This is an optimization exercise on Yosys and OpenROAD, whose aim is small area, a short achievable clock period and few clock cycles per item, not a production implementation.
The RTL was checked by simulation tests, not by an equivalence proof against the original design.

$ cat flow/run.sh
#!/bin/bash
# synth_recipe.tcl (not shown) runs the flow's synth.tcl, then flattens the netlist and writes it again
# the make line also repeats each setting of config.mk as NAME=value (left out here)
make -C /OpenROAD-flow-scripts/flow DESIGN_CONFIG=/design/flow/config.mk WORK_HOME=/design/flow/orfs CLKGATE_MAP_FILE= SYNTH_SCRIPT=/design/flow/synth_recipe.tcl finish
$ cat flow/config.mk
export PLATFORM = sky130hd
export DESIGN_NAME = sector_check
export DESIGN_NICKNAME = sector_check
export VERILOG_FILES = /design/flow/design.v
export SDC_FILE = /design/flow/constraint.sdc
export NUM_CORES = 4
export LEC_CHECK = 0
export CAP_MARGIN = 20
export CORE_MARGIN = 2
export CORE_UTILIZATION = 40
export SLEW_MARGIN = 20
$ cat flow/constraint.sdc
create_clock -name core_clock -period 10.0 [get_ports {clk}]
set_input_delay 2.0000 -clock core_clock [delete_from_list [all_inputs] [get_ports {clk}]]
set_output_delay 2.0000 -clock core_clock [all_outputs]
set_load 0.01 [all_outputs]
$ cat flow/design.v
module sc_gf_mul (
    input  wire [15:0] a,
    input  wire [15:0] b,
    output reg  [15:0] y
);
    integer i;
    reg [15:0] acc;
    reg [15:0] sh;
    always @* begin
        acc = 16'h0000;
        sh  = a;
        for (i = 0; i < 16; i = i + 1) begin
            if (b[i])
                acc = acc ^ sh;
            sh = {sh[14:0], 1'b0} ^ (sh[15] ? 16'h100B : 16'h0000);
        end
        y = acc;
    end
endmodule
module sc_encoder (
    input  wire         clk,
    input  wire         rst,
    input  wire         clear,     
    input  wire         step,      
    input  wire [15:0]  sym,
    output wire [127:0] rem        
);
    localparam [127:0] GEN = {16'h00FF, 16'h3366, 16'hC162, 16'h2D33,
                              16'hD29A, 16'h74E8, 16'hD200, 16'hABBB};
    reg  [15:0] r [0:7];
    wire [15:0] fb = sym ^ r[7];
    wire [15:0] prod [0:7];
    genvar k;
    generate
        for (k = 0; k < 8; k = k + 1) begin : g_mul
            sc_gf_mul u_mul (.a(fb), .b(GEN[16*k +: 16]), .y(prod[k]));
            assign rem[16*k +: 16] = r[k];
        end
    endgenerate
    integer i;
    always @(posedge clk) begin
        if (rst || clear) begin
            for (i = 0; i < 8; i = i + 1)
                r[i] <= 16'h0000;
        end else if (step) begin
            r[0] <= prod[0];
            for (i = 1; i < 8; i = i + 1)
                r[i] <= r[i-1] ^ prod[i];
        end
    end
endmodule
module sc_syndrome (
    input  wire         clk,
    input  wire         rst,
    input  wire         clear,     
    input  wire         step,      
    input  wire [15:0]  sym,
    output wire [127:0] syn        
);
    localparam [127:0] ROOT = {16'h0080, 16'h0040, 16'h0020, 16'h0010,
                               16'h0008, 16'h0004, 16'h0002, 16'h0001};
    reg  [15:0] s [0:7];
    wire [15:0] prod [0:7];
    genvar k;
    generate
        for (k = 0; k < 8; k = k + 1) begin : g_mul
            sc_gf_mul u_mul (.a(s[k]), .b(ROOT[16*k +: 16]), .y(prod[k]));
            assign syn[16*k +: 16] = s[k];
        end
    endgenerate
    integer i;
    always @(posedge clk) begin
        if (rst || clear) begin
            for (i = 0; i < 8; i = i + 1)
                s[i] <= 16'h0000;
        end else if (step) begin
            for (i = 0; i < 8; i = i + 1)
                s[i] <= prod[i] ^ sym;
        end
    end
endmodule
module sector_check (
    input  wire         clk,
    input  wire         rst,
    input  wire         in_valid,
    output wire         in_ready,
    input  wire [63:0]  in_data,
    input  wire         in_mode,
    output reg          out_valid,
    input  wire         out_ready,
    output reg  [127:0] out_data,
    output reg          out_zero
);
    localparam MSG_BEATS = 33;      
    localparam MSG_SYMS  = 132;     
    reg         mode;               
    reg  [5:0]  beats;              
    reg  [63:0] buf_data;           
    reg         buf_full;
    reg  [1:0]  buf_idx;            
    reg  [7:0]  msg_cnt;            
    reg  [127:0] chk;               
    reg  [3:0]  chk_cnt;            
    wire [5:0]  total_beats = mode ? 6'd35 : 6'd33;
    wire        first_beat  = (beats == 6'd0);
    wire        want_beat   = first_beat || (beats < total_beats);
    wire        msg_beat    = (beats < MSG_BEATS);
    wire        buf_last    = buf_full && (buf_idx == 2'd3);
    assign in_ready = want_beat && (msg_beat ? (!buf_full || buf_last) : 1'b1);
    wire in_fire = in_valid && in_ready;
    wire        msg_step = buf_full;
    wire [15:0] msg_sym  = buf_data[16*buf_idx +: 16];
    wire        msg_done = (msg_cnt == MSG_SYMS);
    wire        chk_step = mode && msg_done && (beats == 6'd35) && (chk_cnt != 4'd8);
    wire [15:0] chk_sym  = chk[16*(7 - chk_cnt[2:0]) +: 16];
    wire        finished = !first_beat && msg_done &&
                           (mode ? (chk_cnt == 4'd8) : 1'b1);
    wire        out_free = !out_valid || out_ready;
    wire        finish   = finished && out_free;
    wire [127:0] rem;
    wire [127:0] syn;
    sc_encoder u_enc (
        .clk(clk), .rst(rst), .clear(finish),
        .step(msg_step), .sym(msg_sym), .rem(rem)
    );
    sc_syndrome u_syn (
        .clk(clk), .rst(rst), .clear(finish),
        .step(msg_step || chk_step), .sym(msg_step ? msg_sym : chk_sym),
        .syn(syn)
    );
    always @(posedge clk) begin
        if (rst) begin
            mode     <= 1'b0;
            beats    <= 6'd0;
            buf_full <= 1'b0;
            buf_idx  <= 2'd0;
            msg_cnt  <= 8'd0;
            chk_cnt  <= 4'd0;
        end else begin
            if (msg_step) begin
                msg_cnt <= msg_cnt + 8'd1;
                buf_idx <= buf_idx + 2'd1;
                if (buf_idx == 2'd3)
                    buf_full <= 1'b0;
            end
            if (chk_step)
                chk_cnt <= chk_cnt + 4'd1;
            if (in_fire) begin
                beats <= beats + 6'd1;
                if (first_beat)
                    mode <= in_mode;
                if (msg_beat) begin
                    buf_data <= in_data;
                    buf_full <= 1'b1;
                    buf_idx  <= 2'd0;
                end else if (beats == 6'd33) begin
                    chk[63:0] <= in_data;
                end else begin
                    chk[127:64] <= in_data;
                end
            end
            if (finish) begin
                beats   <= 6'd0;
                msg_cnt <= 8'd0;
                chk_cnt <= 4'd0;
            end
        end
    end
    wire [127:0] result = mode ? syn : rem;
    always @(posedge clk) begin
        if (rst) begin
            out_valid <= 1'b0;
        end else if (finish) begin
            out_valid <= 1'b1;
        end else if (out_ready) begin
            out_valid <= 1'b0;
        end
    end
    always @(posedge clk) begin
        if (finish) begin
            out_data <= result;
            out_zero <= (result == 128'd0);
        end
    end
endmodule
==> summary.txt <==
-- worst max-delay path by stage --
stage / startpoint / end / slack [ps] / cells past startpoint
finish: mode / in_ready / 4680 / 6
global route: mode / in_ready / 4540 / 6
CTS: mode / in_ready / 4680 / 6
detailed placement: out_ready / u_enc.r[3][13] / 4380 / 9
global placement: out_ready / u_enc.r[2][6] / 4380 / 9
floorplan: in_valid / chk[100] / 180 / 2
-- metal layers --
layer | share of wire | track usage
met5 | 0.00048 | 0
met4 | 0.040 | 0.0947
met3 | 0.069 | 0.0389
met2 | 0.48 | 0.429
met1 | 0.42 | 0.354
-- flip-flops by register name (all words and copies together) (netlist names) --
signal,flops
out_data,128
u_enc.r,128
beats,6
out_zero,1
chk,128
u_syn.s,128
out_valid,1
chk_cnt,4
buf_idx,2
msg_cnt,8
buf_data,64
mode,1
buf_full,1
-- cells by family after synthesis --
family          count (synthesis)
xor+xnor                      762
flops                         600
simple gates                  474
mux                           262
compound gates                235
buf+inv                       157
fa+ha+maj                       9
-- metrics by stage --
stage,util,worst slack (ps),instance area (um^2),hold WS (ps)
2_1_floorplan,-,183,30400,444
3_3_place_gp,0.445,4380,33600,461
3_5_place_dp,0.445,4380,33600,476
4_1_cts,0.476,4680,36000,488
5_1_grt,0.476,4540,36000,508
6_report,0.476,4680,36000,489
-- worst max-delay path, stage by stage, from the launching register on --
cell             delay [ps]
dfxtp_4                 810
inv_1                   390
ha_1                    390
a21oi_1                 140
nand2_1                  60
a21oi_1                 290
clkdlybuf4s50_1         600
-- layout make-up --
| cell class | instances | area share |
|---|---|---|
| clock buffer | 82 | 0.0493 |
| timing repair buffer | 264 | 0.0696 |
| inverter | 10 | 0.00104 |
| multi-input combinational | 1742 | 0.407 |
| sequential | 600 | 0.423 |
| clock inverter | 42 | 0.0155 |
| tap | 978 | 0.0340 |
-- synth_stat cells (all sizes together) (37+ instances only) --
| cell type | instances |
|---|---|
| a211oi | 107 |
| a21oi | 80 |
| buf | 37 |
| clkbuf | 110 |
| dfxtp | 279 |
| edfxtp | 321 |
| mux2 | 128 |
| mux2i | 86 |
| mux4 | 48 |
| nand2 | 130 |
| nor2 | 231 |
| nor4 | 54 |
| xnor2 | 542 |
| xor2 | 179 |
==> run_results.csv <==
group,metric,value,unit
run_status,outcome,"timing/DRC/antenna clean",
setup_path,cp-end-kind,"output pin",
cells_and_area,regArea,15200,um^2
detailed_routing,drtIter0Drc,2388,
synthesis,synthAdderAreaFrac,0.00371,
synthesis,syn_inst,2499,
placement,dp_hpwl,73400,um
setup_path,cp_max_fo,53,
clock_tree,insertion_delay,640,ps
cells_and_area,multiInputGateArea,14600,um^2
setup_path,r2r_setup_slack,5040,ps
global_route,grtUsageTotal,0.262,
worst_hold_path,hold_path_class,"flop to flop",
synthesis,ys_seq_area_frac,0.501,
timing,slew_viol_final,0,
synthesis,syn_area,30400,um^2
detailed_routing,num_vias,20400,
synthesis,synth_top_family_by_area,"XOR/XNOR gates",
setup_path,r2r_cells,12,
synthesis,ys_warn_count,8,
synthesis,synth-simple-area-share,0.0678,
synthesis,async_flop_share,0,
synthesis,ys_seq_elements,600,
die,die_y,280,um
synthesis,syn_nets,2577,
synthesis,ys_types,50,
timing,finalHoldViolCount,0,
placement,io_buffers,199,
die,core_region_area,75600,um^2
clock_tree,hold_buffers,0,
detailed_routing,vias_per_cell,5.49,
detailed_routing,routed_wl,103000,um
cells_and_area,antenna_cells,0,
synthesis,yosys.area.top_type_share,0.317,
clock_tree,clock_path_buffers,3,
setup_path,r2r_start,"msg_cnt[0]",
setup_path,crit_arrival,3320,ps
worst_hold_path,holdPathEnd,"u_syn.s[5][2]",
setup_path,path_class,"flop to output pin",
detailed_routing,drc_errors,0,
timing,timing.fmax,188,MHz
flow_run,drv_cap,0,
cells_and_area,instances_no_fill,3718,
clock_tree,path_clk_slew,60,ps
setup_path,startpoint_type,"flop",
clock_tree,cts.sinks,600,
synthesis,synth_top_area_cell,"edfxtp_1",
die,die_area,78100,um^2
cells_and_area,fill_cells,6765,
die,start_util,0.402,
timing,relSlewSlack,0.210,
global_route,grt-ovfl-total,0,
timing,skew,35.3,ps
setup_path,cp.required,8000,ps
cells_and_area,final_cell_mix,"xnor2_1 (512), edfxtp_1 (321), dfxtp_1 (276)",
synthesis,synth_compound_area_frac,0.0485,
synthesis,synth_enable_flop_cells,321,
clock_tree,cts_tree,"built",
synthesis,syn-mean-instance-area,12.2,um^2
clock_tree,root_buffer,"clkbuf_16",
timing,min_period,5320,ps
synthesis,synth_area_leaders,"edfxtp_1 (32%), dfxtp_1 (18%), xnor2_1 (15%), xor2_1 (5.0%), mux2_2 (4.7%)",
worst_hold_path,min_path_cells,2,
synthesis,ys.flop_type,"edfxtp_1",
detailed_routing,wl_per_cell,27.6,um
synthesis,synthXorXnorAreaFrac,0.247,
worst_hold_path,worstHoldStart,"u_syn.s[5][2]",
global_route,grt_max_degree,187,
clock_tree,h-tree-depth,3,
clock_tree,cts_buffers,67,
die,ios,200,
placement,place_congestion,0.983,
timing,rsz0062_at_grt,"no",
die,die_x,280,um
synthesis,yosys-mux-area-fraction,0.111,
cells_and_area,drive_above_1_share,0.143,
timing,period_share,0.532,
detailed_routing,firstDrtPassIters,7,
global_route,antenna_found_initial,5,
cells_and_area,synthToLayoutAreaGrowth,18.5,%
cells_and_area,nets,2763,
setup_path,r2r-end,"u_enc.r[1][14]",
die,row_count,101,
clock_tree,post_cts_resized,0,
timing,finalSetupTns,0,ps
clock_tree,cts_setup_buffers,0,
timing,setup_violations,0,
placement,placed_cells,3594,
global_route,grt_pass1_wl,147000,um
global_route,grt_pass1_vias,19900,
cells_and_area,layout_commonest_cell,"xnor2_1",
timing,tightest_slew,1180,ps
detailed_routing,postRouteAntennaNets,0,
Testbench counts, summed over its fixed seeds: cycles 44,112, items 320.

[port drivers added, routing unchanged]
In the flow no input, the clock included, has a driving cell. The finished layout below was timed again as built, in two steps.
Step 1, drivers: a clkbuf_16 drives clk and a buf_2 each remaining input, both assumed.
Step 2 adds t to the input delays and takes it off the output delays; t is the mean of the earliest and latest rising clock arrival at the registers after step 1. Input paths then give back, and output paths get back, about the clock's delay inside the block.
Slacks: ideal ports / drivers / drivers and shift; pairs: ideal ports / drivers.
t (ns): 0.692
setup WS [ns]: 4.681 / 4.615 / 4.288
worst setup path after step 2: input to register
clock arrival spread, ns: 0.038 / 0.038
After both steps this run still meets setup and hold. The setup slack of this run moves by -0.066 ns with the drivers and by -0.393 ns with both steps.
